Source: an optimization exercise on an open RTL-to-GDS flow (aim: small area and a short achievable clock period). Production flows keep margins and buffers that such runs may drop. The RTL was checked by simulation tests, not by an equivalence proof against the original design. Power and IR drop assume default switching activity.

$ cat flow/design.v
module convout_lane_a (
    input  wire [31:0] x,          
    input  wire        f32, bf16, fp16, e4m3, e5m2,    
    input  wire        is_int,     
    input  wire [2:0]  rnd,        
    input  wire        internal,   
    input  wire [15:0] u,          
    output wire [31:0] a,          
    output reg         up,         
    output wire        s,          
    output wire        nan,        
    output wire        infbig      
);
    assign s = x[31];
    wire [7:0]  fe     = x[30:23];
    wire [22:0] fm     = x[22:0];
    wire        hid    = |fe;
    wire        fe_ff  = &fe;
    assign nan         = !internal && fe_ff && (|fm);
    wire        isinf  = !internal && fe_ff && !(|fm);
    wire [7:0]  fe1    = {fe[7:1], fe[0] | !hid};         
    wire [31:0] oc = {1'b0, x[30:0]};
    reg  [31:0] pand;
    integer k, l;
    always @(*) begin
        pand = oc;
        for (l = 0; l < 5; l = l + 1)
            for (k = 0; k < 32; k = k + 1)
                if (k[l])
                    pand[k] = pand[k] & pand[((k >> (l + 1)) << (l + 1)) + (1 << l) - 1];
    end
    wire [31:0] imag = oc ^ ({32{s}} & {pand[30:0], 1'b1});
    wire        pw = s && !(|(oc[31:1] & ~oc[30:0]));
    reg  [5:0]  lzo;                                             
    reg  [15:0] z1; reg [7:0] z2; reg [3:0] z3; reg [1:0] z4;    
    reg  [15:0] c1; reg [15:0] c2; reg [11:0] c3; reg [7:0] c4;  
    always @(*) begin
        for (k = 0; k < 16; k = k + 1) begin
            z1[k] = !(oc[2*k+1] | oc[2*k]);
            c1[k] = !oc[2*k+1];
        end
        for (k = 0; k < 8; k = k + 1) begin
            z2[k] = z1[2*k+1] & z1[2*k];
            c2[2*k +: 2] = z1[2*k+1] ? {1'b1, c1[2*k]} : {1'b0, c1[2*k+1]};
        end
        for (k = 0; k < 4; k = k + 1) begin
            z3[k] = z2[2*k+1] & z2[2*k];
            c3[3*k +: 3] = z2[2*k+1] ? {1'b1, c2[4*k +: 2]} : {1'b0, c2[4*k+2 +: 2]};
        end
        for (k = 0; k < 2; k = k + 1) begin
            z4[k] = z3[2*k+1] & z3[2*k];
            c4[4*k +: 4] = z3[2*k+1] ? {1'b1, c3[6*k +: 3]} : {1'b0, c3[6*k+3 +: 3]};
        end
        lzo = (z4[1] & z4[0]) ? 6'd32 : z4[1] ? {2'b01, c4[3:0]} : {2'b00, c4[7:4]};
    end
    wire izero = !(|x);
    wire [31:0] src  = internal ? imag : {hid, fm, 8'd0};
    wire        narrow = fp16 | e4m3 | e5m2;
    wire [6:0]  cm   = f32 ? 7'd31 : bf16 ? 7'd47 : fp16 ? 7'd44 : e4m3 ? 7'd51 : 7'd52;
    wire [7:0]  cf   = fp16 ? 8'd157 : e4m3 ? 8'd172 : 8'd165;
    wire        fsub = narrow && fe1 <= (e4m3 ? 8'd120 : 8'd112);     
    wire        big  = fe1 > 8'd158;
    wire [7:0]  tc   = internal ? (is_int ? 8'd23 : {1'b0, cm} + 8'd1)
                                : (is_int ? 8'd182 : cf + 8'd1);
    wire [7:0]  tv   = internal ? (is_int ? 8'd0 : ~{2'd0, lzo}) : ~fe1;
    wire        tcin = internal && !is_int && pw;
    wire [7:0]  tsum = tc + tv + {7'd0, tcin};
    wire        t71  = !internal && (is_int ? fe1 < 8'd111
                                            : fsub && fe1 <= (fp16 ? 8'd86 : e4m3 ? 8'd101 : 8'd94));
    wire        tnrm = !internal && !is_int && !fsub;           
    wire [6:0]  t    = t71 ? 7'd71 : tnrm ? cm : tsum[6:0];
    wire [7:0]  bp   = internal ? ~{2'd0, lzo} : fe;
    wire [7:0]  bq   = internal ? ((f32 | bf16) ? 8'd159 : e4m3 ? 8'd39 : 8'd47)
                                : (e4m3 ? 8'd136 : narrow ? 8'd144 : 8'd0);
    wire [7:0]  bsum = bp + bq + {7'd0, internal && pw};
    wire        bzero = internal ? izero : fsub;
    wire [7:0]  be   = bzero ? 8'd0 : bsum;
    wire [70:0] v0 = {src, 39'd0};
    wire [70:0] v1 = t[0] ? (v0 >> 1)  : v0;
    wire [70:0] v2 = t[1] ? (v1 >> 2)  : v1;
    wire [70:0] v3 = t[2] ? (v2 >> 4)  : v2;
    wire [70:0] v4 = t[3] ? (v3 >> 8)  : v3;
    wire [70:0] v5 = t[4] ? (v4 >> 16) : v4;
    wire [70:0] v6 = t[5] ? (v5 >> 32) : v5;
    wire [70:0] vs = t[6] ? (v6 >> 64) : v6;
    wire [31:0] rq  = vs[47:16];
    wire [15:0] d   = vs[15:0];
    wire half  = d[15];
    wire stk = (t[0] & v0[0]) | (t[1] & (|v1[1:0])) | (t[2] & (|v2[3:0])) | (t[3] & (|v3[7:0])) |
               (t[4] & (|v4[15:0])) | (t[5] & (|v5[31:0])) | (t[6] & (|v6[63:0]));
    wire rest  = stk | (|d[14:0]);                      
    reg [15:0] gg, pp; integer q, w;
    reg c5;
    always @(*) begin
        gg = d & u; pp = d | u;
        for (w = 0; w < 4; w = w + 1)
            for (q = 0; q < 16; q = q + 1)
                if (q[w]) begin
                    gg[q] = gg[q] | (pp[q] & gg[((q >> (w + 1)) << (w + 1)) + (1 << w) - 1]);
                    pp[q] = pp[q] & pp[((q >> (w + 1)) << (w + 1)) + (1 << w) - 1];
                end
        c5 = gg[15];
    end
    always @(*) begin
        case (rnd)
            3'd0: up = half & (rest | rq[0]);
            3'd1: up = half;
            3'd3: up = (half | rest) & ~s;
            3'd4: up = (half | rest) & s;
            3'd5: up = c5;
            default: up = 1'b0;
        endcase
    end
    wire [31:0] keep = is_int ? 32'hFFFF_FFFF : f32 ? 32'h007F_FFFF : bf16 ? 32'h7F :
                       fp16 ? 32'h3FF : e4m3 ? 32'h7 : 32'h3;
    wire [31:0] bsh  = ({32{f32}}  & {1'b0, be, 23'd0}) | ({32{bf16}} & {17'd0, be, 7'd0}) |
                       ({32{fp16}} & {14'd0, be, 10'd0}) | ({32{e4m3}} & {21'd0, be, 3'd0}) |
                       ({32{e5m2}} & {22'd0, be, 2'd0});
    assign a      = (rq & keep) | bsh;
    assign infbig = isinf || (!internal && is_int && big);
endmodule
module convout_lane_b (
    input  wire [31:0] a,
    input  wire        up, s, nan, infbig,
    input  wire        f32, bf16, fp16, e4m3, e5m2,    
    input  wire        i32, i16, i8, u8, i4, u4,       
    input  wire        internal,
    input  wire        sat,
    input  wire        rz,         
    input  wire        rp,         
    input  wire        rm,         
    output reg  [31:0] y,          
    output reg         f_sat,
    output reg         f_nan,
    output reg         f_inf
);
    wire        is_int = i32 | i16 | i8 | u8 | i4 | u4;
    wire        inv = is_int & s;
    wire [33:0] ai  = {2'd0, a} ^ {34{inv}};
    reg  [33:0] c;
    reg         blk;
    integer k;
    always @(*) begin
        blk = up ^ inv;
        for (k = 0; k < 34; k = k + 1) begin
            if (k % 9 == 0)
                c[k] = blk;
            else
                c[k] = c[k-1] & ai[k-1];
            if (k % 9 == 8)
                blk = blk & (&ai[k-8 +: 9]);
        end
    end
    wire [33:0] r   = ai ^ c[33:0];
    wire [31:0] ym  = r[31:0];
    wire ovf = f32  ? (&ym[30:23]) :
               bf16 ? (&ym[14:7]) :
               fp16 ? ((|ym[17:15]) | (&ym[14:10])) :
               e4m3 ? ((|ym[10:7]) | (&ym[6:0])) :
                      ((|ym[9:7]) | (&ym[6:2]));
    wire [31:0] sgnp  = f32 ? 32'h8000_0000 : (bf16 | fp16) ? 32'h8000 : 32'h80;   
    wire [31:0] canon = f32 ? 32'h7FC0_0000 : bf16 ? 32'h7FC0 : fp16 ? 32'h7E00 : e4m3 ? 32'h7F : 32'h7E;
    wire [31:0] maxb  = f32 ? 32'h7F7F_FFFF : bf16 ? 32'h7F7F : fp16 ? 32'h7BFF : e4m3 ? 32'h7E : 32'h7B;
    wire [31:0] infb  = f32 ? 32'h7F80_0000 : bf16 ? 32'h7F80 : fp16 ? 32'h7C00 : 32'h7C;
    wire        satc  = sat || rz || (rp && s) || (rm && !s);
    wire ovi = i32 ? (r[33:31] != 3'b000 && r[33:31] != 3'b111) :
               i16 ? (r[33:15] != 19'd0 && r[33:15] != {19{1'b1}}) :
               i8  ? (r[33:7]  != 27'd0 && r[33:7]  != {27{1'b1}}) :
               u8  ? (r[33:8]  != 26'd0) :
               i4  ? (r[33:3]  != 31'd0 && r[33:3]  != {31{1'b1}}) :
                     (r[33:4]  != 30'd0);
    wire [31:0] imask = i32 ? 32'hFFFF_FFFF : i16 ? 32'hFFFF : (i8 | u8) ? 32'hFF : 32'hF;
    wire [31:0] ilo = i32 ? 32'h8000_0000 : i16 ? 32'h8000 : i8 ? 32'h80 : i4 ? 32'h8 : 32'h0;
    wire [31:0] ihi = i32 ? 32'h7FFF_FFFF : i16 ? 32'h7FFF : i8 ? 32'h7F : u8 ? 32'hFF : i4 ? 32'h7 : 32'hF;
    wire [31:0] cp = is_int ? ilo : infb;
    wire [31:0] cq = is_int ? ihi : maxb;
    wire [31:0] cm = is_int ? imask : 32'hFFFF_FFFF;
    wire        fspec = infbig || ovf;
    wire        iclamp = infbig || ((!internal || sat) && ovi);
    wire        fmax  = e4m3 ? sat : (!infbig && satc);
    reg         kn, kp, kq, kr, ks;
    always @(*) begin
        f_sat = 1'b0; f_nan = 1'b0; f_inf = 1'b0;
        kn = 1'b0; kp = 1'b0; kq = 1'b0; kr = 1'b0; ks = 1'b0;
        if (is_int) begin
            if (nan)          f_sat = 1'b1;
            else if (iclamp) begin f_sat = 1'b1; kp = s; kq = !s; end
            else              kn = 1'b1;
        end else begin
            if (nan) begin
                kr = 1'b1; f_nan = 1'b1;
            end else if (fspec) begin
                if (fmax) begin
                    kq = 1'b1; ks = s; f_sat = 1'b1;
                end else if (e4m3) begin
                    kr = 1'b1; f_sat = 1'b1; f_nan = 1'b1;
                end else begin
                    kp = 1'b1; ks = s; f_inf = 1'b1;
                end
            end else begin
                kn = 1'b1; ks = s;
            end
        end
    end
    always @(*)
        y = ({32{kn}} & r[31:0] & cm) | ({32{kp}} & cp) | ({32{kq}} & cq) |
            ({32{kr}} & canon) | ({32{ks}} & sgnp);
endmodule
module convout4 (
    input  wire         clk,
    input  wire         rst,           
    input  wire         in_valid,
    input  wire [7:0]   in_fmt,
    input  wire [2:0]   in_round,
    input  wire         in_sat,
    input  wire         in_internal,
    input  wire [127:0] in_x,          
    input  wire         seed_load,
    input  wire [31:0]  seed,
    output reg          out_valid,
    output reg  [127:0] out_y,
    output reg  [3:0]   out_sat,
    output reg  [3:0]   out_nan,
    output reg  [3:0]   out_inf,
    output reg  [31:0]  lfsr_state
);
    localparam LANES = 4;
    wire [31:0] g = lfsr_state;
    wire [31:0] g64;
    wire [64:0] pa;
    assign pa[0] = g[24] ^ g[30];
    assign pa[1] = g[21] ^ g[27];
    assign pa[2] = g[22] ^ g[28];
    assign pa[3] = g[23] ^ g[29];
    assign pa[4] = g[19] ^ g[25];
    assign pa[5] = g[20] ^ g[26];
    assign pa[6] = g[12] ^ pa[0];
    assign pa[7] = g[31] ^ pa[4];
    assign pa[8] = g[9] ^ pa[1];
    assign pa[9] = g[10] ^ pa[2];
    assign pa[10] = g[11] ^ pa[3];
    assign pa[11] = g[4] ^ g[16];
    assign pa[12] = g[5] ^ g[17];
    assign pa[13] = g[6] ^ g[18];
    assign pa[14] = g[8] ^ pa[5];
    assign pa[15] = g[1] ^ g[13];
    assign pa[16] = g[0] ^ pa[6];
    assign pa[17] = g[2] ^ g[14];
    assign pa[18] = g[3] ^ g[15];
    assign pa[19] = g[7] ^ pa[7];
    assign pa[20] = pa[11] ^ pa[12];
    assign pa[21] = pa[8] ^ pa[13];
    assign pa[22] = pa[10] ^ pa[16];
    assign pa[23] = pa[9] ^ pa[15];
    assign pa[24] = g[0] ^ pa[14];
    assign pa[25] = pa[18] ^ pa[21];
    assign pa[26] = pa[13] ^ pa[19];
    assign pa[27] = pa[10] ^ pa[17];
    assign pa[28] = pa[8] ^ pa[24];
    assign pa[29] = pa[1] ^ pa[18];
    assign pa[30] = g[1] ^ pa[9];
    assign pa[31] = g[2] ^ pa[22];
    assign pa[32] = pa[11] ^ pa[19];
    assign pa[33] = pa[23] ^ pa[32];
    assign pa[34] = pa[7] ^ pa[15];
    assign pa[35] = pa[5] ^ pa[17];
    assign pa[36] = g[7] ^ pa[2];
    assign pa[37] = pa[3] ^ pa[20];
    assign pa[38] = g[25] ^ g[31];
    assign pa[39] = g[21] ^ pa[16];
    assign pa[40] = g[3] ^ pa[23];
    assign pa[41] = g[4] ^ pa[14];
    assign pa[42] = g[12] ^ pa[12];
    assign pa[43] = g[13] ^ pa[26];
    assign pa[44] = g[5] ^ g[13];
    assign pa[45] = g[14] ^ pa[14];
    assign pa[46] = pa[16] ^ pa[25];
    assign pa[47] = g[15] ^ pa[8];
    assign pa[48] = g[15] ^ pa[9];
    assign pa[49] = g[16] ^ pa[12];
    assign pa[50] = g[8] ^ g[16];
    assign pa[51] = g[17] ^ pa[30];
    assign pa[52] = pa[22] ^ pa[50];
    assign pa[53] = g[17] ^ g[18];
    assign pa[54] = g[18] ^ pa[34];
    assign pa[55] = pa[14] ^ pa[22];
    assign pa[56] = g[6] ^ pa[27];
    assign pa[57] = pa[29] ^ pa[56];
    assign pa[58] = g[1] ^ pa[6];
    assign pa[59] = g[8] ^ pa[37];
    assign pa[60] = g[3] ^ g[14];
    assign pa[61] = g[9] ^ pa[0];
    assign pa[62] = pa[10] ^ pa[60];
    assign pa[63] = pa[9] ^ pa[19];
    assign pa[64] = pa[11] ^ pa[36];
    assign g64[0] = g[26] ^ pa[38] ^ pa[11] ^ pa[15] ^ pa[6] ^ pa[8];
    assign g64[1] = g[9] ^ pa[17] ^ pa[20] ^ pa[30] ^ pa[39];
    assign g64[2] = g[10] ^ g[22] ^ g[26] ^ pa[20] ^ pa[25] ^ pa[31];
    assign g64[3] = g[11] ^ g[23] ^ g[27] ^ pa[6] ^ pa[20] ^ pa[26] ^ pa[40];
    assign g64[4] = g[24] ^ g[28] ^ pa[42] ^ pa[27] ^ pa[41] ^ pa[43];
    assign g64[5] = g[7] ^ g[29] ^ pa[4] ^ pa[44] ^ pa[45] ^ pa[46];
    assign g64[6] = g[6] ^ g[30] ^ pa[45] ^ pa[47] ^ pa[33];
    assign g64[7] = g[7] ^ g[31] ^ pa[49] ^ pa[27] ^ pa[48] ^ pa[28];
    assign g64[8] = pa[25] ^ pa[51] ^ pa[52];
    assign g64[9] = g[9] ^ pa[53] ^ pa[31] ^ pa[33];
    assign g64[10] = g[3] ^ g[10] ^ pa[12] ^ pa[17] ^ pa[54] ^ pa[55];
    assign g64[11] = g[4] ^ g[11] ^ pa[35] ^ pa[34] ^ pa[46];
    assign g64[12] = g[5] ^ g[12] ^ pa[29] ^ pa[35] ^ pa[33];
    assign g64[13] = g[13] ^ pa[2] ^ pa[20] ^ pa[24] ^ pa[57];
    assign g64[14] = g[14] ^ pa[36] ^ pa[37] ^ pa[58] ^ pa[25];
    assign g64[15] = g[2] ^ pa[0] ^ pa[48] ^ pa[59] ^ pa[43];
    assign g64[16] = pa[49] ^ pa[61] ^ pa[24] ^ pa[62] ^ pa[26];
    assign g64[17] = g[10] ^ g[15] ^ g[17] ^ pa[19] ^ pa[21] ^ pa[41] ^ pa[58];
    assign g64[18] = g[2] ^ g[11] ^ g[16] ^ g[18] ^ pa[44] ^ pa[28] ^ pa[63];
    assign g64[19] = g[6] ^ g[12] ^ g[19] ^ pa[62] ^ pa[28] ^ pa[51];
    assign g64[20] = g[4] ^ g[7] ^ g[18] ^ g[20] ^ pa[23] ^ pa[47] ^ pa[31];
    assign g64[21] = g[5] ^ g[21] ^ pa[17] ^ pa[7] ^ pa[40] ^ pa[52];
    assign g64[22] = g[16] ^ g[17] ^ g[20] ^ g[22] ^ pa[57];
    assign g64[23] = g[23] ^ pa[53] ^ pa[18] ^ pa[64] ^ pa[39];
    assign g64[24] = g[22] ^ g[24] ^ pa[54] ^ pa[59];
    assign g64[25] = g[23] ^ pa[4] ^ pa[12] ^ pa[13] ^ pa[35] ^ pa[61];
    assign g64[26] = g[10] ^ g[24] ^ pa[5] ^ pa[29] ^ pa[26];
    assign g64[27] = g[11] ^ pa[1] ^ pa[4] ^ pa[14] ^ pa[64];
    assign g64[28] = pa[2] ^ pa[3] ^ pa[42] ^ pa[28];
    assign g64[29] = pa[0] ^ pa[3] ^ pa[21] ^ pa[23];
    assign g64[30] = pa[0] ^ pa[27] ^ pa[63];
    assign g64[31] = pa[38] ^ pa[18] ^ pa[55];
    wire draw = in_valid && in_round[2] && in_round[0];    
    always @(posedge clk) begin
        if (rst)
            lfsr_state <= 32'h0000_0001;
        else if (seed_load)
            lfsr_state <= seed;
        else if (draw)
            lfsr_state <= g64;
    end
    reg          v1;
    integer      k;
    reg  [127:0] x1;            
    reg          fi1;           
    reg  [2:0]   fc1;           
    reg  [2:0]   rnd1;
    reg          sat1, int1;
    reg  [31:0]  h1;            
    always @(posedge clk) begin
        v1   <= in_valid && !rst;
        for (k = 0; k < LANES; k = k + 1)
            x1[32*k +: 32] <= in_internal ? {in_x[32*k+31], in_x[32*k +: 31] ^ {31{in_x[32*k+31]}}}
                                          : in_x[32*k +: 32];
        fi1  <= in_fmt[4];
        fc1  <= in_fmt[2:0];
        rnd1 <= in_round;
        sat1 <= in_sat;
        int1 <= in_internal;
        h1   <= g64;
    end
    wire a_f32  = !fi1 && fc1 == 3'd1;
    wire a_bf16 = !fi1 && fc1 == 3'd2;
    wire a_fp16 = !fi1 && fc1 == 3'd3;
    wire a_e4m3 = !fi1 && fc1 == 3'd4;
    wire a_e5m2 = !fi1 && fc1 == 3'd5;
    wire [15:0] d0, d1, d2;
    wire [42:0] pd;
    assign pd[0] = h1[21] ^ h1[31];
    assign pd[1] = h1[5] ^ h1[15];
    assign pd[2] = h1[16] ^ h1[26];
    assign pd[3] = h1[17] ^ h1[27];
    assign pd[4] = h1[18] ^ h1[28];
    assign pd[5] = h1[29] ^ h1[30];
    assign pd[6] = h1[4] ^ h1[24];
    assign pd[7] = h1[10] ^ h1[20];
    assign pd[8] = h1[12] ^ h1[22];
    assign pd[9] = h1[13] ^ h1[23];
    assign pd[10] = h1[25] ^ pd[1];
    assign pd[11] = h1[6] ^ h1[7];
    assign pd[12] = h1[1] ^ h1[11];
    assign pd[13] = h1[8] ^ h1[9];
    assign pd[14] = h1[19] ^ pd[5];
    assign pd[15] = h1[14] ^ pd[9];
    assign pd[16] = pd[6] ^ pd[10];
    assign pd[17] = pd[2] ^ pd[11];
    assign pd[18] = pd[4] ^ pd[13];
    assign pd[19] = h1[0] ^ pd[7];
    assign pd[20] = h1[2] ^ pd[12];
    assign pd[21] = h1[8] ^ pd[3];
    assign pd[22] = h1[7] ^ pd[18];
    assign pd[23] = h1[30] ^ pd[0];
    assign pd[24] = h1[3] ^ pd[8];
    assign pd[25] = h1[24] ^ h1[25];
    assign pd[26] = h1[6] ^ pd[16];
    assign pd[27] = h1[25] ^ h1[27];
    assign pd[28] = h1[26] ^ h1[28];
    assign pd[29] = pd[11] ^ pd[21];
    assign pd[30] = h1[27] ^ h1[29];
    assign pd[31] = h1[0] ^ h1[10];
    assign pd[32] = h1[31] ^ pd[5];
    assign pd[33] = pd[12] ^ pd[19];
    assign pd[34] = pd[20] ^ pd[24];
    assign pd[35] = h1[2] ^ pd[15];
    assign pd[36] = h1[19] ^ pd[22];
    assign pd[37] = pd[0] ^ pd[8];
    assign pd[38] = h1[29] ^ pd[3];
    assign pd[39] = pd[7] ^ pd[14];
    assign pd[40] = pd[2] ^ pd[3];
    assign pd[41] = h1[20] ^ pd[14];
    assign pd[42] = h1[22] ^ h1[23];
    assign d0[0] = h1[16] ^ h1[15] ^ pd[6];
    assign d0[1] = h1[17] ^ pd[16];
    assign d0[2] = h1[18] ^ h1[26] ^ pd[26];
    assign d0[3] = h1[5] ^ h1[19] ^ pd[27] ^ pd[17];
    assign d0[4] = h1[20] ^ pd[28] ^ pd[29];
    assign d0[5] = h1[21] ^ pd[30] ^ pd[22];
    assign d0[6] = h1[22] ^ h1[28] ^ pd[13] ^ pd[31] ^ pd[14];
    assign d0[7] = h1[9] ^ h1[23] ^ pd[32] ^ pd[33];
    assign d0[8] = h1[12] ^ h1[24] ^ pd[31] ^ pd[20] ^ pd[23];
    assign d0[9] = h1[13] ^ h1[25] ^ h1[31] ^ pd[34];
    assign d0[10] = h1[3] ^ h1[4] ^ h1[12] ^ h1[26] ^ pd[35];
    assign d0[11] = h1[3] ^ h1[13] ^ h1[14] ^ h1[27] ^ pd[1] ^ pd[6];
    assign d0[12] = h1[4] ^ h1[6] ^ h1[14] ^ h1[16] ^ h1[28] ^ pd[10];
    assign d0[13] = h1[17] ^ h1[29] ^ pd[1] ^ pd[17];
    assign d0[14] = h1[16] ^ h1[18] ^ h1[30] ^ pd[29];
    assign d0[15] = h1[17] ^ h1[31] ^ pd[36];
    assign d1[0] = h1[31] ^ pd[19];
    assign d1[1] = pd[0] ^ pd[33];
    assign d1[2] = pd[37] ^ pd[19] ^ pd[20];
    assign d1[3] = h1[21] ^ pd[9] ^ pd[34];
    assign d1[4] = pd[6] ^ pd[24] ^ pd[35];
    assign d1[5] = h1[3] ^ pd[15] ^ pd[16];
    assign d1[6] = h1[14] ^ pd[2] ^ pd[26];
    assign d1[7] = pd[3] ^ pd[10] ^ pd[17];
    assign d1[8] = pd[4] ^ pd[17] ^ pd[21];
    assign d1[9] = pd[38] ^ pd[36];
    assign d1[10] = pd[18] ^ pd[39];
    assign d1[11] = h1[9] ^ h1[11] ^ pd[0] ^ pd[39];
    assign d1[12] = h1[11] ^ pd[7] ^ pd[8] ^ pd[23];
    assign d1[13] = h1[11] ^ pd[9] ^ pd[37];
    assign d1[14] = h1[24] ^ pd[8] ^ pd[15];
    assign d1[15] = h1[15] ^ pd[25] ^ pd[15];
    assign d2[0] = pd[2];
    assign d2[1] = pd[40];
    assign d2[2] = pd[4] ^ pd[40];
    assign d2[3] = h1[19] ^ pd[4] ^ pd[38];
    assign d2[4] = pd[4] ^ pd[41];
    assign d2[5] = pd[0] ^ pd[41];
    assign d2[6] = h1[20] ^ h1[22] ^ pd[23];
    assign d2[7] = pd[0] ^ pd[42];
    assign d2[8] = h1[24] ^ pd[42];
    assign d2[9] = h1[23] ^ pd[25];
    assign d2[10] = h1[26] ^ pd[25];
    assign d2[11] = h1[26] ^ pd[27];
    assign d2[12] = h1[27] ^ pd[28];
    assign d2[13] = h1[28] ^ pd[30];
    assign d2[14] = h1[28] ^ pd[5];
    assign d2[15] = pd[32];
    wire [63:0] u1 = {h1[15:0], d2, d1, d0};
    wire [127:0] a;
    wire [3:0]   up, sg, nan, ib;
    genvar l;
    generate
        for (l = 0; l < LANES; l = l + 1) begin : lane_a
            convout_lane_a u_a (
                .x (x1[32*l +: 32]),
                .f32 (a_f32), .bf16 (a_bf16), .fp16 (a_fp16), .e4m3 (a_e4m3), .e5m2 (a_e5m2),
                .is_int (fi1), .rnd (rnd1), .internal (int1), .u (u1[16*l +: 16]),
                .a (a[32*l +: 32]), .up (up[l]), .s (sg[l]), .nan (nan[l]), .infbig (ib[l])
            );
        end
    endgenerate
    reg          v2;
    reg  [127:0] a2;
    reg  [3:0]   up2, sg2, nan2, ib2;
    reg          fi2, sat2, int2, rz2, rp2, rm2;
    reg  [2:0]   fc2;
    always @(posedge clk) begin
        v2   <= v1 && !rst;
        a2   <= a;
        up2  <= up;
        sg2  <= sg;
        nan2 <= nan;
        ib2  <= ib;
        fi2  <= fi1;
        fc2  <= fc1;
        sat2 <= sat1;
        int2 <= int1;
        rz2  <= rnd1 == 3'd2;
        rp2  <= rnd1 == 3'd3;
        rm2  <= rnd1 == 3'd4;
    end
    wire f32  = !fi2 && fc2 == 3'd1;
    wire bf16 = !fi2 && fc2 == 3'd2;
    wire fp16 = !fi2 && fc2 == 3'd3;
    wire e4m3 = !fi2 && fc2 == 3'd4;
    wire e5m2 = !fi2 && fc2 == 3'd5;
    wire i32  =  fi2 && fc2 == 3'd0;
    wire i16  =  fi2 && fc2 == 3'd1;
    wire i8   =  fi2 && fc2 == 3'd2;
    wire u8   =  fi2 && fc2 == 3'd3;
    wire i4   =  fi2 && fc2 == 3'd4;
    wire u4   =  fi2 && fc2 == 3'd5;
    wire [127:0] y;
    wire [3:0]   fs, fn, fi;
    generate
        for (l = 0; l < LANES; l = l + 1) begin : lane_b
            convout_lane_b u_b (
                .a (a2[32*l +: 32]), .up (up2[l]), .s (sg2[l]), .nan (nan2[l]), .infbig (ib2[l]),
                .f32 (f32), .bf16 (bf16), .fp16 (fp16), .e4m3 (e4m3), .e5m2 (e5m2),
                .i32 (i32), .i16 (i16), .i8 (i8), .u8 (u8), .i4 (i4), .u4 (u4),
                .internal (int2), .sat (sat2), .rz (rz2), .rp (rp2), .rm (rm2),
                .y (y[32*l +: 32]), .f_sat (fs[l]), .f_nan (fn[l]), .f_inf (fi[l])
            );
        end
    endgenerate
    always @(posedge clk) begin
        if (rst)
            out_valid <= 1'b0;
        else
            out_valid <= v2;
        out_y   <= y;
        out_sat <= fs;
        out_nan <= fn;
        out_inf <= fi;
    end
endmodule
$ cat flow/flow/run.sh
#!/bin/bash
# The standard layout (standard.sh) with two changes to how it is made:
#  - synthesis is the standard one (synth_recipe.tcl, ORFS synth.tcl) except
#    that ABC maps the logic with flow/abc.script, an area-oriented script
#    (registers, their names and cells are untouched: ABC sees only the
#    combinational logic);
#  - the timing repair aims at a shorter cycle (larger setup margin), repairs
#    only the worst few percent of endpoints, may change a cell's footprint,
#    and the ports are buffered with buf_2 instead of the default delay buffer;
#  - clock tree: sink clusters of up to 24 within 80 um, clkbuf_8/16, no dummy
#    loads;
#  - after CTS, flow/post_cts.tcl gives each output port's buffer and the
#    register driving it the largest drive of their own cell type.
# The clock, its period and the constraints are the design's. make's full
# output goes to make_finish.log here; ORFS keeps each step's log in orfs/logs.
set -euo pipefail
W=$PWD
export MY_ABC_SCRIPT=$W/flow/abc.script
sed 's#source \$::env(SCRIPTS_DIR)/synth_preamble.tcl#&\nset abc_args [lreplace $abc_args 1 1 $::env(MY_ABC_SCRIPT)]#' \
  "$FLOW_HOME/scripts/synth.tcl" > $W/synth_mod.tcl
grep -q MY_ABC_SCRIPT $W/synth_mod.tcl
sed "s#source \$::env(SCRIPTS_DIR)/synth.tcl#source $W/synth_mod.tcl#" $W/synth_recipe.tcl > $W/synth_recipe_mod.tcl
grep -q synth_mod.tcl $W/synth_recipe_mod.tcl
bash standard.sh SYNTH_SCRIPT=$W/synth_recipe_mod.tcl SETUP_SLACK_MARGIN=${MARGIN:-24.75} TNS_END_PERCENT=20 \
  MATCH_CELL_FOOTPRINT=0 "BUFFER_PORTS_ARGS=-buffer_cell sky130_fd_sc_hd__buf_2" "CTS_ARGS=-sink_clustering_enable -repair_clock_nets -sink_clustering_size 24 -sink_clustering_max_diameter 80 -dont_use_dummy_load -buf_list {sky130_fd_sc_hd__clkbuf_8 sky130_fd_sc_hd__clkbuf_16}" finish > make_finish.log 2>&1
$ cat flow/flow/abc.script
strash
dch
amap
topo
stime -c
buffer -c
upsize -c
dnsize -c
$ cat flow/standard.sh
#!/bin/bash
# synth_recipe.tcl (not shown) runs the flow's synth.tcl, then flattens the netlist and writes it again
# the make line also repeats each setting of config.mk as NAME=value (left out here)
make -C /OpenROAD-flow-scripts/flow DESIGN_CONFIG=/design/flow/config.mk WORK_HOME=/design/flow/orfs CLKGATE_MAP_FILE= SYNTH_SCRIPT=/design/flow/synth_recipe.tcl "${@:-finish}"
$ cat flow/config.mk
export PLATFORM = sky130hd
export DESIGN_NAME = convout4
export DESIGN_NICKNAME = convout4
export VERILOG_FILES = /design/flow/design.v
export SDC_FILE = /design/flow/constraint.sdc
export NUM_CORES = 8
export LEC_CHECK = 0
export ABC_AREA = 1
export CAP_MARGIN = 20
export CORE_MARGIN = 2
export CORE_UTILIZATION = 55
export SETUP_SLACK_MARGIN = 1.5
export SLEW_MARGIN = 20
export SYNTH_MEMORY_MAX_BITS = 16384
$ cat flow/constraint.sdc
create_clock -name core_clock -period 32.0 [get_ports {clk}]
set_input_delay 6.4000 -clock core_clock [delete_from_list [all_inputs] [get_ports {clk}]]
set_output_delay 6.4000 -clock core_clock [all_outputs]
set_load 0.01 [all_outputs]
==> flow_summary.ini, run 1 <==
[status]
status = complete, no violations

[setup_path]
cp-start-kind = register
crit_slowest_cell = dfxtp_4
reg2reg_to = up2[1]
r2r_cells = 38
crit_start = lfsr_state[12]
arrival_ns = 1.15
r2r_slack_ns = 24.67
end_kind = primary output
path_delay_family = flip-flops
crit_path_end = lfsr_state[12]
cp_max_fo = 2
crit_cells = 1
crit-reg2reg-launch = x1[34]
critPathBufInv = 1
worstPathRequired_ns = 25.60
crit_path_cell_trace = buf_6
max_stage_delay_ns = 0.40
timing.setup.critical_path_class = register to primary output

[logic_synthesis]
synth_area_um2 = 42090
synth_seq_cells = 497
synth_flop_cell = dfxtp_1
yosys_warnings = 3
postSynthCellCount = 6340
avgSynthCellArea_um2 = 6.639
ys_seq_area_share_pct = 23.64
synth-edff-count = 0
async_reset_ff_share_pct = 0
synthDistinctLibCells = 85
syn_nets = 6710

[clocking]
insertion_delay_ns = 0.66
clock_sinks = 497
clkTransAtPathRegs_ns = 0.09
cts_max_level = 1
clk_path_buf_depth = 3
cts_tree = yes
cts_inserted_buffers = 31
clockRootBuffer = clkbuf_16

[sta]
setup_viol = 0
finalCriticalPeriod_ns = 7.545
fin_skew_ns = 0.07451
holdWs_ns = 0.3448
hold_viol_final = 0
rsz0062_at_grt = true
fin_crit_sh_pct = 23.58
worst_slew_pin_slew_ns = 1.245
drv_slew = 0
tns_ns = 0
relSlewSlack_pct = 16.35
timing.fmax_mhz = 132.5

[finish]
layout-drive-gt1-share_pct = 15.21
layout_common_cells = nor2_1, o22ai_1, nand2_1
instances_no_fill = 7566
final_net_count = 6959
layout_commonest_cell = nor2_1
areaGrowthSynthToFinish_pct = 14.94

[floorplan]
num_rows = 101
die_y_um = 280.6
core-area_um2 = 75820
ios = 350
die-area_um2 = 78760
start_util_pct = 55.51
die_w_um = 280.6

[global_route]
grt_max_degree = 70
grt_use_total_pct = 41.57
grt_pass1_wl_um = 257600
antenna_found_initial = 3
first_global_vias = 46020
overflow = 0

[route]
firstDrtPassIters = 9
routed_via_density = 6.820
drtIter0Drc = 7439
drt.antenna.violating_nets = 0
vias = 51600
routed_wl_um = 177700
drc_errors = 0
routedWlPerCell_um = 23.48

[worst_hold_path]
hold_path_class = register to register

[pwr]
total_power_mw = 3.338
ir_drop_mv = 0.06055
p_leak_nw = 19.83
powerDensity_nw_per_um2 = 68.99

[flow_run]
maxCapViolations = 0

[placed_design]
gp_congestion = 1.149
port_buffers = 345
dp_cells = 7374
dp_hpwl_um = 134300
Yosys cell counts (13+ instances only):
library cell,instances,area (um2)
a211o_1,18,157.7
a211oi_1,29,217.7
a21oi_1,451,2257
a22oi_1,26,195.2
a31oi_1,67,419.2
and2_1,15,93.84
buf_1,43,161.4
buf_2,20,100.1
clkbuf_1,295,1107
clkinv_1,18,67.56
dfxtp_1,497,9950
ha_1,185,2315
inv_1,544,2042
inv_2,19,71.32
nand2_1,532,1997
nand2b_1,15,93.84
nand3_1,141,705.7
nand4_1,108,675.7
nor2_1,1080,4054
nor2b_1,60,375.4
nor3_1,119,595.6
nor4_1,81,506.7
o2111ai_1,13,113.9
o21a_1,22,165.2
o21ai_0,465,2327
o221ai_1,59,516.8
o22a_1,380,3328
o22ai_1,598,3741
o32ai_1,108,945.9
or2_2,52,325.3
or3_1,27,168.9
or4_1,27,202.7
final cells by class:
class,instances,area (um2)
inverter,581,2288
multi-input combinational,4907,29860
sequential,497,10110
antenna,1,2.502
clock buffer,31,775.7
timing repair inverter,15,107.6
tap,978,1224
fill,6867,27440
timing repair buffer,556,4018
worst min-delay path by stage:
stage | from | end | slack (ns) | depth (start not counted)
after floorplan | sat1 | sat2 | 0.31 | 0
after global placement | sat1 | sat2 | 0.31 | 0
after detailed placement | sat1 | sat2 | 0.32 | 0
after CTS | sat1 | sat2 | 0.34 | 0
after global routing | sat1 | sat2 | 0.36 | 0
final | sat1 | sat2 | 0.34 | 0
registers in the layout, summed over array words and instances, names as in the netlist, 3 cells and up:
signal	count
a2	128
fc1	3
fc2	3
h1	32
ib2	4
lfsr_state	32
nan2	4
out_inf	4
out_nan	4
out_sat	4
out_y	128
rnd1	3
sg2	4
up2	4
x1	128
timing repair:
item	in CTS	in global routing
hold buffers	0	0
setup buffers	50	75
gates resized for setup	214	315
setup endpoints to repair	343	382
pin swaps	5	85
cloned	12	22
per-layer routing:
layer	wire length, um	up-vias	track usage, %
met4	13450	2	26.13
met3	18740	823	7.361
met2	81230	3397	70.38
met5	8	-	0
li1	-	23890	-
met1	64250	23490	48.58
through the flow:
stage          setup slack [ns]  utilization, %  area, um2
2_1_floorplan             24.73               -      42110
3_3_place_gp              23.25           58.56      44410
3_5_place_dp              23.15           58.56      44410
4_1_cts                   24.44           61.14      46360
5_1_grt                   24.25           63.80      48380
6_report                  24.45           63.81      48380
power breakdown:
group          internal [mW]  leakage (nW)  total (mW)  switching (mW)
clock network          0.170         0.382       0.374           0.204
registers              0.728          4.16       0.835           0.107
logic                  0.729          15.3        2.13            1.40
kinds of logic (layout without fill, tap and decap cells):
group | count (synthesis) | count (layout) | synth area share [%]
AOI/OAI and AO/OA | 2369 | 2372 | 36.91
xor gates and xnor gates | 10 | 10 | 0.2081
adders and majority gates | 193 | 193 | 5.880
buffers and inverters | 940 | 1183 | 8.451
DFF | 497 | 497 | 23.64
other | 0 | 1 | 0
and+or+nand+nor | 2331 | 2332 | 24.91
==> run 2: changes to the inputs <==
--- a/flow/flow/run.sh
+++ b/flow/flow/run.sh
@@ -21,5 +21,5 @@
 grep -q MY_ABC_SCRIPT $W/synth_mod.tcl
 sed "s#source \$::env(SCRIPTS_DIR)/synth.tcl#source $W/synth_mod.tcl#" $W/synth_recipe.tcl > $W/synth_recipe_mod.tcl
 grep -q synth_mod.tcl $W/synth_recipe_mod.tcl
-bash standard.sh SYNTH_SCRIPT=$W/synth_recipe_mod.tcl SETUP_SLACK_MARGIN=${MARGIN:-24.75} TNS_END_PERCENT=20 \
-  MATCH_CELL_FOOTPRINT=0 "BUFFER_PORTS_ARGS=-buffer_cell sky130_fd_sc_hd__buf_2" "CTS_ARGS=-sink_clustering_enable -repair_clock_nets -sink_clustering_size 24 -sink_clustering_max_diameter 80 -dont_use_dummy_load -buf_list {sky130_fd_sc_hd__clkbuf_8 sky130_fd_sc_hd__clkbuf_16}" finish > make_finish.log 2>&1
+bash standard.sh SYNTH_SCRIPT=$W/synth_recipe_mod.tcl SETUP_SLACK_MARGIN=${MARGIN:-24.9} TNS_END_PERCENT=5 \
+  MATCH_CELL_FOOTPRINT=0 "BUFFER_PORTS_ARGS=-buffer_cell sky130_fd_sc_hd__buf_2" "CTS_ARGS=-sink_clustering_enable -repair_clock_nets -sink_clustering_size 32 -sink_clustering_max_diameter 100 -dont_use_dummy_load -buf_list {sky130_fd_sc_hd__clkbuf_8 sky130_fd_sc_hd__clkbuf_16}" finish > make_finish.log 2>&1
==> flow_summary.ini, run 2 <==
[status]
status = complete, no violations

[placed_design]
port_buffers = 345
gp_congestion = 1.111
place_area_um2 = 44340
dp_hpwl_um = 133400

[logic_synthesis]
synth_top_family_by_area = compound AO/OA/AOI/OAI gates
async_reset_ff_share_pct = 0
synth-edff-count = 0
synth_seq_cells = 497
synth_top_area_share_pct = 23.64
postSynthCellCount = 6340
yosys.cell_count.top_type = nor2_1
synth_area_um2 = 42090
yosys.area_share.simple_pct = 24.91
synthMuxAreaShare_pct = 0
synth_xor_area_share_pct = 0.2081
ys_seq_area_share_pct = 23.64
yosysTopAreaCell = dfxtp_1
synth_flop_cell = dfxtp_1
avgSynthCellArea_um2 = 6.639
synthDistinctLibCells = 85
yosys-top-cells-count = nor2_1, o22ai_1, inv_1
syn_nets = 6710
yosys_warnings = 3
synth_compound_area_share_pct = 36.91
synthTopCellsByArea = dfxtp_1, nor2_1, o22ai_1
synth_fa_ha_area_share_pct = 5.880

[route]
routed_via_density = 6.798
drc_errors = 0
firstDrtPassIters = 9
vias = 51020
routedWlPerCell_um = 23.22
routed_wl_um = 174300
drtIter0Drc = 7800
drt.antenna.violating_nets = 0

[setup_path]
worstPathRequired_ns = 25.60
arrival_ns = 1.16
end_kind = primary output
timing.setup.critical_path_class = register to primary output
critPathBufInv = 1
path_delay_family = flip-flops
cp_max_fo = 2
crit_slowest_cell = dfxtp_4
cp-start-kind = register
crit_path_cell_trace = buf_6
max_stage_delay_ns = 0.41

[clocking]
clk_path_buf_depth = 3
cts_inserted_buffers = 25
cts_tree = yes
insertion_delay_ns = 0.64
clockRootBuffer = clkbuf_16
cts_max_level = 1
clock_sinks = 497
ctsHoldBuffers = 0
clkTransAtPathRegs_ns = 0.11

[pwr]
p_seq_share_pct = 25.8
p_leak_nw = 19.29
switching_share_pct = 51.87
pwr-share-comb_pct = 63.8
ir_drop_mv = 0.07584
p_switching_mw = 1.684
intPower_mw = 1.563
pwr-share-clk_pct = 10.4
powerDensity_nw_per_um2 = 68.68

[global_route]
overflow = 0
grt_pass1_wl_um = 257600
first_global_vias = 46110
grt_max_degree = 78
grt_use_total_pct = 41.52
antenna_found_initial = 4

[floorplan]
ios = 350
num_rows = 101
core-area_um2 = 75820
die_y_um = 280.6
die_w_um = 280.6
start_util_pct = 55.51
die-area_um2 = 78760

[finish]
final_cell_area_um2 = 47280
layout_commonest_cell = nor2_1
layout-drive-gt1-share_pct = 13.44
areaGrowthSynthToFinish_pct = 12.32
utilization_pct = 62.35
n_fill_cell = 7012
final_net_count = 6898
largest_registers = a2: 128 flops, out_y: 128 flops, x1: 128 flops
layout_common_cells = nor2_1, o22ai_1, nand2_1

[sta]
drv_slew = 0
setup_viol = 0
finalCriticalPeriod_ns = 7.555
worst_slew_pin_slew_ns = 1.251
tns_ns = 0
fin_skew_ns = 0.1083
timing.fmax_mhz = 132.4
hold_viol_final = 0
rsz0062_at_grt = true
fin_crit_sh_pct = 23.61
relSlewSlack_pct = 15.73

[flow_run]
maxCapViolations = 0

[worst_hold_path]
hold_path_class = register to register
==> run 2: cell counts after synthesis <==
Identical to the previous run, type by type.
==> run 2: stage by stage <==
step / hold WS, ns / std cells / setup WS [ns] / power [mW]
after floorplan: 0.3096 / 6340 / 24.88 / 2.134
after global placement: 0.3127 / 7365 / 22.66 / 2.705
after detailed placement: 0.3203 / 7365 / 22.66 / 2.720
after CTS: 0.3388 / 7459 / 24.43 / 3.099
after global routing: 0.3487 / 7504 / 24.37 / 3.421
final: 0.3382 / 7505 / 24.44 / 3.247
==> run 2: timing repair <==
item | in CTS | in global routing
pin swaps | 11 | 31
endpoints found under the setup margin | 472 | 464
setup buffers | 50 | 32
cloned | 19 | 11
resized for setup | 227 | 175
==> run 2: final timing paths <==
| kind | cells past startpoint | to | slack, ns | from |
|---|---|---|---|---|
| max | 1 | lfsr_state[14] | 24.44 | lfsr_state[14] |
| min | 0 | sat2 | 0.34 | sat1 |
| max reg2reg | 32 | up2[1] | 24.72 | fi1 |
| min reg2reg | 0 | sat2 | 0.34 | sat1 |
==> run 2: cell families after synthesis <==
| group | count (synthesis) |
|---|---|
| buffers and inverters | 940 |
| DFF | 497 |
| and+or+nand+nor | 2331 |
| AOI/OAI and AO/OA | 2369 |
| xor gates and xnor gates | 10 |
| adders and majority gates | 193 |
==> run 2: power by group through the flow <==
| stage | logic [mW] | clock network, mW | registers (mW) |
|---|---|---|---|
| after floorplan | 1.32 | 0 | 0.818 |
| after global placement | 1.86 | 0 | 0.845 |
| after detailed placement | 1.87 | 0 | 0.847 |
| after CTS | 1.93 | 0.341 | 0.831 |
| after global routing | 2.21 | 0.364 | 0.845 |
| final | 2.07 | 0.338 | 0.837 |
==> run 2: per-layer routing <==
metal | track usage, % | wire length [um] | vias up
li1 | - | - | 23770
met1 | 49.09 | 64000 | 23180
met2 | 69.64 | 79450 | 3277
met3 | 7.952 | 18350 | 787
met4 | 25.04 | 12440 | 6
met5 | 0 | 38 | -
==> run 2: cell type report <==
class                           instances  area (um2)  area share (%)
Timing Repair inverter                 19       130.1          0.2752
Tap cell                              978        1224           2.588
Multi-Input combinational cell       4908       29640           62.69
Clock buffer                           25       625.6           1.323
Inverter                              581        2268           4.798
Timing Repair Buffer                  496        3316           7.014
Sequential cell                       497       10070           21.31
Antenna cell                            1       2.502        0.005293
==> run 3: changes to the inputs <==
--- a/flow/flow/run.sh
+++ b/flow/flow/run.sh
@@ -22,4 +22,4 @@
 sed "s#source \$::env(SCRIPTS_DIR)/synth.tcl#source $W/synth_mod.tcl#" $W/synth_recipe.tcl > $W/synth_recipe_mod.tcl
 grep -q synth_mod.tcl $W/synth_recipe_mod.tcl
 bash standard.sh SYNTH_SCRIPT=$W/synth_recipe_mod.tcl SETUP_SLACK_MARGIN=${MARGIN:-24.9} TNS_END_PERCENT=5 \
-  MATCH_CELL_FOOTPRINT=0 "BUFFER_PORTS_ARGS=-buffer_cell sky130_fd_sc_hd__buf_2" "CTS_ARGS=-sink_clustering_enable -repair_clock_nets -sink_clustering_size 32 -sink_clustering_max_diameter 100 -dont_use_dummy_load -buf_list {sky130_fd_sc_hd__clkbuf_8 sky130_fd_sc_hd__clkbuf_16}" finish > make_finish.log 2>&1
+  MATCH_CELL_FOOTPRINT=0 "BUFFER_PORTS_ARGS=-buffer_cell sky130_fd_sc_hd__buf_2" "CTS_ARGS=-sink_clustering_enable -repair_clock_nets -sink_clustering_size 16 -sink_clustering_max_diameter 60 -dont_use_dummy_load -buf_list {sky130_fd_sc_hd__clkbuf_8 sky130_fd_sc_hd__clkbuf_16}" finish > make_finish.log 2>&1
==> flow_summary.ini, run 3 <==
[finish]
n_fill_cell = 6926
layout-drive-gt1-share_pct = 14.06
largest_registers = a2: 128 flops, out_y: 128 flops, x1: 128 flops
layout_common_cells = nor2_1, o22ai_1, nand2_1
final_net_count = 6943
layout_commonest_cell = nor2_1
areaGrowthSynthToFinish_pct = 14.21
instances_no_fill = 7555
final_cell_area_um2 = 48070

[worst_hold_path]
worstHoldStart = sat1
min_path_cells = 0
hold_path_class = register to register

[floorplan]
die_y_um = 280.6
num_rows = 101
die-area_um2 = 78760
core-area_um2 = 75820
ios = 350
start_util_pct = 55.51
die_w_um = 280.6

[setup_path]
crit_start = lfsr_state[31]
max_stage_delay_ns = 0.38
r2r_cells = 32
arrival_ns = 1.16
end_kind = primary output
cp_max_fo = 6
path_delay_family = flip-flops
timing.setup.critical_path_class = register to primary output
crit_cells = 1
cp-start-kind = register
crit_slowest_cell = dfxtp_2
crit_path_cell_trace = buf_2
worstPathRequired_ns = 25.60
critPathBufInv = 1
crit-reg2reg-launch = x1[63]

[route]
routed_wl_um = 176600
vias = 51340
drt.antenna.violating_nets = 0
routedWlPerCell_um = 23.37
firstDrtPassIters = 8
drtIter0Drc = 7647
routed_via_density = 6.795
drc_errors = 0

[status]
status = complete, no violations

[pwr]
intPower_mw = 1.699
p_switching_mw = 1.726
p_leak_nw = 19.70
switching_share_pct = 50.39
pwr-share-clk_pct = 14.7
ir_drop_mv = 0.06552
pwr-share-comb_pct = 60.8
powerDensity_nw_per_um2 = 71.25
p_seq_share_pct = 24.5

[global_route]
antenna_found_initial = 6
first_global_vias = 46550
grt_use_total_pct = 42.04
grt_pass1_wl_um = 260100
grt_max_degree = 78
overflow = 0

[logic_synthesis]
synth_area_um2 = 42090
synth_top_area_share_pct = 23.64
avgSynthCellArea_um2 = 6.639
synth_seq_cells = 497
synthTopCellsByArea = dfxtp_1, nor2_1, o22ai_1
yosys_warnings = 3
async_reset_ff_share_pct = 0
synth_flop_cell = dfxtp_1
synth-edff-count = 0
yosys.cell_count.top_type = nor2_1
syn_nets = 6710
yosysTopAreaCell = dfxtp_1
postSynthCellCount = 6340
yosys-top-cells-count = nor2_1, o22ai_1, inv_1
ys_seq_area_share_pct = 23.64
synthDistinctLibCells = 85

[sta]
setup_viol = 0
fin_skew_ns = 0.06378
fin_crit_sh_pct = 23.62
hold_viol_final = 0
worst_slew_pin_slew_ns = 1.218
rsz0062_at_grt = true
finalCriticalPeriod_ns = 7.558
tns_ns = 0
holdWs_ns = 0.3306
drv_slew = 0
timing.fmax_mhz = 132.3
relSlewSlack_pct = 18.58

[clocking]
clk_path_buf_depth = 3
clockRootBuffer = clkbuf_16
ctsHoldBuffers = 0
clock_sinks = 497
cts_inserted_buffers = 50
clkTransAtPathRegs_ns = 0.07
cts_max_level = 2
cts_tree = yes
insertion_delay_ns = 0.64

[placed_design]
place_area_um2 = 44340
dp_hpwl_um = 133400
port_buffers = 345
dp_cells = 7365
gp_congestion = 1.111

[flow_run]
maxCapViolations = 0
[run 3: what timing repair did]
action                                  in CTS  in global routing
hold endpoints to repair                     0                  0
pin swaps                                   10                 36
gates cloned                                19                 13
buffers inserted                            56                 44
endpoints found under the setup margin     461                464
gates resized for setup                    239                163
[run 3: power groups by stage]
stage	logic, mW	registers (mW)	clock network, mW
after global routing	2.22	0.846	0.532
after floorplan	1.32	0.818	0
after detailed placement	1.87	0.847	0
final	2.08	0.839	0.503
after CTS	1.93	0.832	0.510
after global placement	1.86	0.845	0
[run 3: cell type report]
class	count	area [um2]	share of cell area, %
Antenna cell	6	15.01	0.03123
Clock buffer	50	1251	2.603
Inverter	581	2272	4.727
Multi-Input combinational cell	4908	29660	61.71
Sequential cell	497	10070	20.94
Tap cell	978	1224	2.545
Timing Repair Buffer	514	3437	7.150
Timing Repair inverter	21	143.9	0.2993
[run 3: per-layer routing]
layer / track usage, % / up-vias / wire length, um
met5: 0 / - / 30
met4: 26.12 / 4 / 12980
met3: 8.319 / 834 / 18600
met2: 70.53 / 3343 / 80500
met1: 49.23 / 23300 / 64450
li1: - / 23860 / -
[run 3: path summary, 6_finish.rpt]
path | to | slack [ns]
setup / recovery | lfsr_state[31] | 24.44
hold / removal | sat2 | 0.33
setup reg to reg | up2[1] | 24.63
hold reg to reg | sat2 | 0.33
[run 3: metrics by stage]
step           utilization, %  setup WS [ns]  power [mW]
2_1_floorplan               -          24.88       2.134
3_3_place_gp            58.48          22.66       2.705
3_5_place_dp            58.48          22.66       2.720
4_1_cts                 61.96          24.45       3.276
5_1_grt                 63.38          24.33       3.599
6_report                63.40          24.44       3.425
[run 3: logic make-up (layout without fill, tap and decap cells)]
family | Yosys count | after routing | share of synthesized area, %
compound gates | 2369 | 2373 | 36.91
simple gates | 2331 | 2332 | 24.91
fa+ha+maj | 193 | 193 | 5.880
buf+inv | 940 | 1166 | 8.451
other cells | 0 | 6 | 0
xor+xnor | 10 | 10 | 0.2081
flops | 497 | 497 | 23.64
==> run 4: changes to the inputs <==
==> flow/flow/run.sh (replaced) <==
#!/bin/bash
# The standard layout (standard.sh) with these changes to how it is made:
#  - synthesis is the standard one (synth_recipe.tcl, ORFS synth.tcl) except
#    that ABC maps the logic with flow/abc.script, an area-oriented script
#    (registers, their names and cells are untouched: ABC sees only the
#    combinational logic);
#  - the timing repair aims at a shorter cycle (larger setup margin), repairs
#    only the worst few percent of endpoints, may change a cell's footprint,
#    and the ports are buffered with buf_2 instead of the default delay buffer;
#  - clock tree: sink clusters of up to 32 within 100 um, clkbuf_8/16, no dummy
#    loads.
# The clock, its period and the constraints are the design's. make's full
# output goes to make_finish.log here; ORFS keeps each step's log in orfs/logs.
set -euo pipefail
W=$PWD
export MY_ABC_SCRIPT=$W/flow/abc.script
sed 's#source \$::env(SCRIPTS_DIR)/synth_preamble.tcl#&\nset abc_args [lreplace $abc_args 1 1 $::env(MY_ABC_SCRIPT)]#' \
  "$FLOW_HOME/scripts/synth.tcl" > $W/synth_mod.tcl
grep -q MY_ABC_SCRIPT $W/synth_mod.tcl
sed "s#source \$::env(SCRIPTS_DIR)/synth.tcl#source $W/synth_mod.tcl#" $W/synth_recipe.tcl > $W/synth_recipe_mod.tcl
grep -q synth_mod.tcl $W/synth_recipe_mod.tcl
bash standard.sh SYNTH_SCRIPT=$W/synth_recipe_mod.tcl SETUP_SLACK_MARGIN=${MARGIN:-24.9} TNS_END_PERCENT=5 \
  MATCH_CELL_FOOTPRINT=0 "BUFFER_PORTS_ARGS=-buffer_cell sky130_fd_sc_hd__buf_2" "CTS_ARGS=-sink_clustering_enable -repair_clock_nets -sink_clustering_size 32 -sink_clustering_max_diameter 100 -dont_use_dummy_load -buf_list {sky130_fd_sc_hd__clkbuf_8 sky130_fd_sc_hd__clkbuf_16}" finish > make_finish.log 2>&1
--- a/flow/config.mk
+++ b/flow/config.mk
@@ -8,7 +8,7 @@
 export ABC_AREA = 1
 export CAP_MARGIN = 20
 export CORE_MARGIN = 2
-export CORE_UTILIZATION = 55
+export CORE_UTILIZATION = 60
 export SETUP_SLACK_MARGIN = 1.5
 export SLEW_MARGIN = 20
 export SYNTH_MEMORY_MAX_BITS = 16384
==> flow_summary.ini, run 4 <==
[pwr]
ir_drop_mv = 0.07092
powerDensity_nw_per_um2 = 69.45
p_leak_nw = 19.49

[setup_path]
critPathBufInv = 4
r2r_cells = 38
end_kind = register
timing.setup.critical_path_class = register to register
worstPathRequired_ns = 32.55
cp_max_fo = 11
crit_start = x1[34]
crit_slowest_cell = o22ai_1
cp-start-kind = register
crit_cells = 38
arrival_ns = 8.40
crit-reg2reg-launch = x1[34]
max_stage_delay_ns = 0.60
path_delay_family = compound AO/OA/AOI/OAI gates
crit_path_frequent_cell = a21oi_2

[finish]
layout-drive-gt1-share_pct = 14.22
instances_no_fill = 7507
areaGrowthSynthToFinish_pct = 13.10
largest_registers = a2: 128 flops, out_y: 128 flops, x1: 128 flops
layout_commonest_cell = nor2_1
layout_common_cells = nor2_1, o22ai_1, nand2_1
final_net_count = 6931

[clocking]
cts_max_level = 1
clock_sinks = 497
clk_path_buf_depth = 3
ctsHoldBuffers = 0
cts_tree = yes
clockRootBuffer = clkbuf_16
clkTransAtPathRegs_ns = 0.11
insertion_delay_ns = 0.66
cts_inserted_buffers = 26

[route]
drt.antenna.violating_nets = 0
routed_wl_um = 177700
routedWlPerCell_um = 23.67
vias = 52540
routed_via_density = 6.999
firstDrtPassIters = 12
drtIter0Drc = 9332
drc_errors = 0

[floorplan]
ios = 350
num_rows = 97
die-area_um2 = 72290
die_w_um = 268.9
core-area_um2 = 69790
die_y_um = 268.9
start_util_pct = 60.31

[logic_synthesis]
synth-edff-count = 0
synth_seq_cells = 497
synth_area_um2 = 42090
synthTopCellsByArea = dfxtp_1, nor2_1, o22ai_1
yosysTopAreaCell = dfxtp_1
synth_flop_cell = dfxtp_1
syn_nets = 6710
synth_top_area_share_pct = 23.64
yosys.cell_count.top_type = nor2_1
async_reset_ff_share_pct = 0
postSynthCellCount = 6340
synthDistinctLibCells = 85
yosys_warnings = 3
ys_seq_area_share_pct = 23.64
avgSynthCellArea_um2 = 6.639
yosys-top-cells-count = nor2_1, o22ai_1, inv_1

[sta]
hold_viol_final = 0
relSlewSlack_pct = 11.12
drv_slew = 0
fin_crit_sh_pct = 24.52
tns_ns = 0
timing.fmax_mhz = 127.5
fin_skew_ns = 0.1262
setup_viol = 0
finalCriticalPeriod_ns = 7.846
rsz0062_at_grt = true
worst_slew_pin_slew_ns = 1.319

[placed_design]
dp_cells = 7326
dp_hpwl_um = 131700
port_buffers = 345
gp_congestion = 1.219

[global_route]
grt_max_degree = 67
overflow = 0
antenna_found_initial = 10
grt_use_total_pct = 45.06
grt_pass1_wl_um = 256100
first_global_vias = 46770

[worst_hold_path]
worstHoldStart = sat1
min_path_cells = 0
hold_path_class = register to register

[flow_run]
maxCapViolations = 0

[status]
status = complete, no violations
==> run 4: cell count changes in the layout (fill, tap and decap cells not counted), moves of 5 or more <==
cell,previous run,this run
a21oi_1,440,435
a21oi_2,12,17
buf_6,21,26
clkbuf_16,56,35
dfxtp_1,456,448
dfxtp_4,26,31
inv_2,31,25
nor2_1,1060,1054
o21ai_0,420,407
o21ai_1,34,45
==> run 4: power breakdown <==
part           total [mW]  internal (mW)  switching [mW]
Clock               0.352          0.144           0.208
Sequential          0.836          0.728           0.108
Combinational        2.12          0.706            1.41
==> run 4: layout make-up <==
class                   count  area [um2]
diodes                      8       20.02
clock buffers              26       650.6
fillers                  6041       22180
inverters                 581        2281
multi-input cells        4909       29710
flip-flops and latches    497       10090
well taps                 940        1176
repair buffers            524        3528
repair inverters           22       143.9
==> run 4: cells by family after synthesis <==
kind of cell    synth area share, %
compound gates                36.91
xor+xnor                     0.2081
fa+ha+maj                     5.880
buf+inv                       8.451
flops                         23.64
simple gates                  24.91
==> run 4: per-stage QoR <==
stage | utilization, % | hold WS [ns] | cell area [um2] | setup WS (ns) | power (mW)
5_1_grt | 68.18 | 0.3565 | 47580 | 23.68 | 3.458
4_1_cts | 66.00 | 0.3535 | 46060 | 24.43 | 3.099
3_3_place_gp | 63.46 | 0.3132 | 44280 | 22.81 | 2.693
3_5_place_dp | 63.46 | 0.3234 | 44280 | 22.71 | 2.711
2_1_floorplan | - | 0.3096 | 42160 | 24.88 | 2.134
6_report | 68.21 | 0.3517 | 47600 | 24.15 | 3.306
==> run 4: repair_timing <==
action                                  4_1_cts  5_1_grt
resized for setup                           211      220
pin swaps                                     9       66
endpoints found under the setup margin      423      464
setup buffers                                43       63
cloned                                       22       17
==> run 4: path summary, 6_finish.rpt <==
| path | to | slack (ns) |
|---|---|---|
| hold / removal | sat2 | 0.35 |
| setup / recovery | up2[1] | 24.15 |
| hold reg to reg | sat2 | 0.35 |
| setup reg to reg | up2[1] | 24.15 |
==> run 4: per-layer routing <==
layer	track usage, %	share of wire [%]	vias to the layer above
li1	-	-	23830
met1	52.12	35	23620
met2	74.46	44	3976
met3	10.55	12	1108
met4	29.65	8.4	8
met5	0	0.060	-
==> run 5: changes to the inputs <==
--- a/flow/config.mk
+++ b/flow/config.mk
@@ -8,7 +8,7 @@
 export ABC_AREA = 1
 export CAP_MARGIN = 20
 export CORE_MARGIN = 2
-export CORE_UTILIZATION = 60
+export CORE_UTILIZATION = 55
 export SETUP_SLACK_MARGIN = 1.5
 export SLEW_MARGIN = 20
 export SYNTH_MEMORY_MAX_BITS = 16384
==> flow_summary.ini, run 5 <==
[status]
status = complete, no violations

[logic_synthesis]
synth_seq_cells = 497
yosys.cell_count.top_type = nor2_1
synth_compound_area_share_pct = 36.91
synth-edff-count = 0
synth_xor_area_share_pct = 0.2081
ys_seq_area_share_pct = 23.64
synthMuxAreaShare_pct = 0
synthDistinctLibCells = 85
synth_top_area_share_pct = 23.64
async_reset_ff_share_pct = 0
yosysTopAreaCell = dfxtp_1
synthTopCellsByArea = dfxtp_1, nor2_1, o22ai_1
synth_top_family_by_area = compound AO/OA/AOI/OAI gates
postSynthCellCount = 6340
synth_area_um2 = 42090
avgSynthCellArea_um2 = 6.639
synth_flop_cell = dfxtp_1
syn_nets = 6710
synth_fa_ha_area_share_pct = 5.880
yosys_warnings = 3
yosys.area_share.simple_pct = 24.91
yosys-top-cells-count = nor2_1, o22ai_1, inv_1

[pwr]
total_power_mw = 3.247
p_leak_nw = 19.29
pwr-share-comb_pct = 63.8
switching_share_pct = 51.87
ir_drop_mv = 0.07584
powerDensity_nw_per_um2 = 68.68
p_seq_share_pct = 25.8
intPower_mw = 1.563
p_switching_mw = 1.684
pwr-share-clk_pct = 10.4

[floorplan]
num_rows = 101
die_w_um = 280.6
start_util_pct = 55.51
die_y_um = 280.6
core-area_um2 = 75820
die-area_um2 = 78760
ios = 350

[route]
drtIter0Drc = 7800
firstDrtPassIters = 9
vias = 51020
drc_errors = 0
route.met2.wl_um = 79450
routed_wl_um = 174300
wl_met3_um = 18350
routedLengthMet1_um = 64000
top_layer = met5
routedWlPerCell_um = 23.22
routed_via_density = 6.798
drt.antenna.violating_nets = 0

[sta]
timing.fmax_mhz = 132.4
worst_slew_pin_slew_ns = 1.251
tns_ns = 0
fin_crit_sh_pct = 23.61
fin_skew_ns = 0.1083
finalCriticalPeriod_ns = 7.555
setup_ws_ns = 24.44
drv_slew = 0
holdWs_ns = 0.3382
rsz0062_at_grt = true
hold_viol_final = 0
relSlewSlack_pct = 15.73
setup_viol = 0

[setup_path]
max_stage_delay_ns = 0.41
timing.setup.critical_path_class = register to primary output
crit_path_cell_trace = buf_6
cp-start-kind = register
worstPathRequired_ns = 25.60
cp_max_fo = 2
critPathBufInv = 1
path_delay_family = flip-flops
end_kind = primary output
crit_slowest_cell = dfxtp_4
arrival_ns = 1.16

[clocking]
clock_sinks = 497
clk_path_buf_depth = 3
cts_max_level = 1
cts_tree = yes
insertion_delay_ns = 0.64
clockRootBuffer = clkbuf_16
ctsHoldBuffers = 0
clkTransAtPathRegs_ns = 0.11
cts_inserted_buffers = 25

[worst_hold_path]
hold_path_class = register to register

[global_route]
antenna_found_initial = 4
grt_max_degree = 78
overflow = 0
grt_use_total_pct = 41.52
first_global_vias = 46110
grt_pass1_wl_um = 257600

[finish]
areaGrowthSynthToFinish_pct = 12.32
layout_common_cells = nor2_1, o22ai_1, nand2_1
layout-drive-gt1-share_pct = 13.44
largest_registers = a2: 128 flops, out_y: 128 flops, x1: 128 flops
multiInputGateArea_um2 = 29640
n_fill_cell = 7012
final_cell_area_um2 = 47280
instances_no_fill = 7505
final_net_count = 6898
layout_commonest_cell = nor2_1
utilization_pct = 62.35
register_area_um2 = 10070

[placed_design]
dp_hpwl_um = 133400
preCtsSetupSlack_ns = 22.66
place_area_um2 = 44340
gp_congestion = 1.111
dp_cells = 7365
port_buffers = 345

[flow_run]
maxCapViolations = 0
-- run 5: cell counts after synthesis --
Identical to the previous run, type by type.
-- run 5: routing by layer --
layer | vias up | track usage, %
met4 | 6 | 25.04
met5 | - | 0
met1 | 23180 | 49.09
met3 | 787 | 7.952
li1 | 23770 | -
met2 | 3277 | 69.64
-- run 5: worst paths after layout --
path	to	slack, ns	cells past startpoint	from
setup reg to reg	up2[1]	24.72	32	fi1
hold reg to reg	sat2	0.34	0	sat1
setup / recovery	lfsr_state[14]	24.44	1	lfsr_state[14]
hold / removal	sat2	0.34	0	sat1
-- run 5: what timing repair did --
item                                    CTS  global route
endpoints found under the setup margin  472           464
setup buffers                            50            32
gates resized for setup                 227           175
pin swaps                                11            31
cloned                                   19            11
-- run 5: cell families (layout without fill, tap and decap cells) --
kind of cell             Yosys count  after routing
AO/OA/AOI/OAI                   2369           2373
AND/OR/NAND/NOR                 2331           2332
buffers and inverters            940           1121
flip-flops                       497            497
adder cells (fa/ha/maj)          193            193
XOR/XNOR                          10             10
other                              0              1
-- run 5: layout make-up --
cell class                      instances  share of cell area [%]
Multi-Input combinational cell       4908                   62.69
Sequential cell                       497                   21.31
Timing Repair Buffer                  496                   7.014
Inverter                              581                   4.798
Tap cell                              978                   2.588
Clock buffer                           25                   1.323
Timing Repair inverter                 19                  0.2752
Antenna cell                            1                0.005293
-- run 5: power by group through the flow --
| stage | combinational [mW] | clock [mW] | sequential [mW] |
|---|---|---|---|
| 5_1_grt | 2.21 | 0.364 | 0.845 |
| 3_5_place_dp | 1.87 | 0 | 0.847 |
| 2_1_floorplan | 1.32 | 0 | 0.818 |
| 3_3_place_gp | 1.86 | 0 | 0.845 |
| 4_1_cts | 1.93 | 0.341 | 0.831 |
| 6_report | 2.07 | 0.338 | 0.837 |

-- what the ideal ports hide --
How much do the figures lean on ideal ports? The routed layouts below were timed once more, with nothing changed but the port constraints. Step 1, drivers: a clkbuf_16 drives clk and a buf_2 each remaining input, both assumed. Step 2 times the ports against the registers' clock, not the clock port: input delays grow and output delays shrink by t, the midpoint of the rising clock arrivals with the driver on. Three values: no drivers, after step 1, after step 2; two values: the first two.
run | shift t [ns] | setup WS [ns] | cell pins on the clock port's net
run 1 | 0.697 | 24.455 / 24.379 / 24.038 | 1
run 2 | 0.662 | 24.445 / 24.372 / 24.118 | 1
run 3 | 0.675 | 24.442 / 24.370 / 24.000 | 1
run 4 | 0.669 | 24.154 / 24.154 / 24.154 | 1
run 5 | 0.662 | 24.445 / 24.372 / 24.118 | 1
After both steps every run listed still meets setup and hold. The setup slack of run 3, which loses most, moves by -0.072 ns with the drivers and by -0.442 ns with both steps.
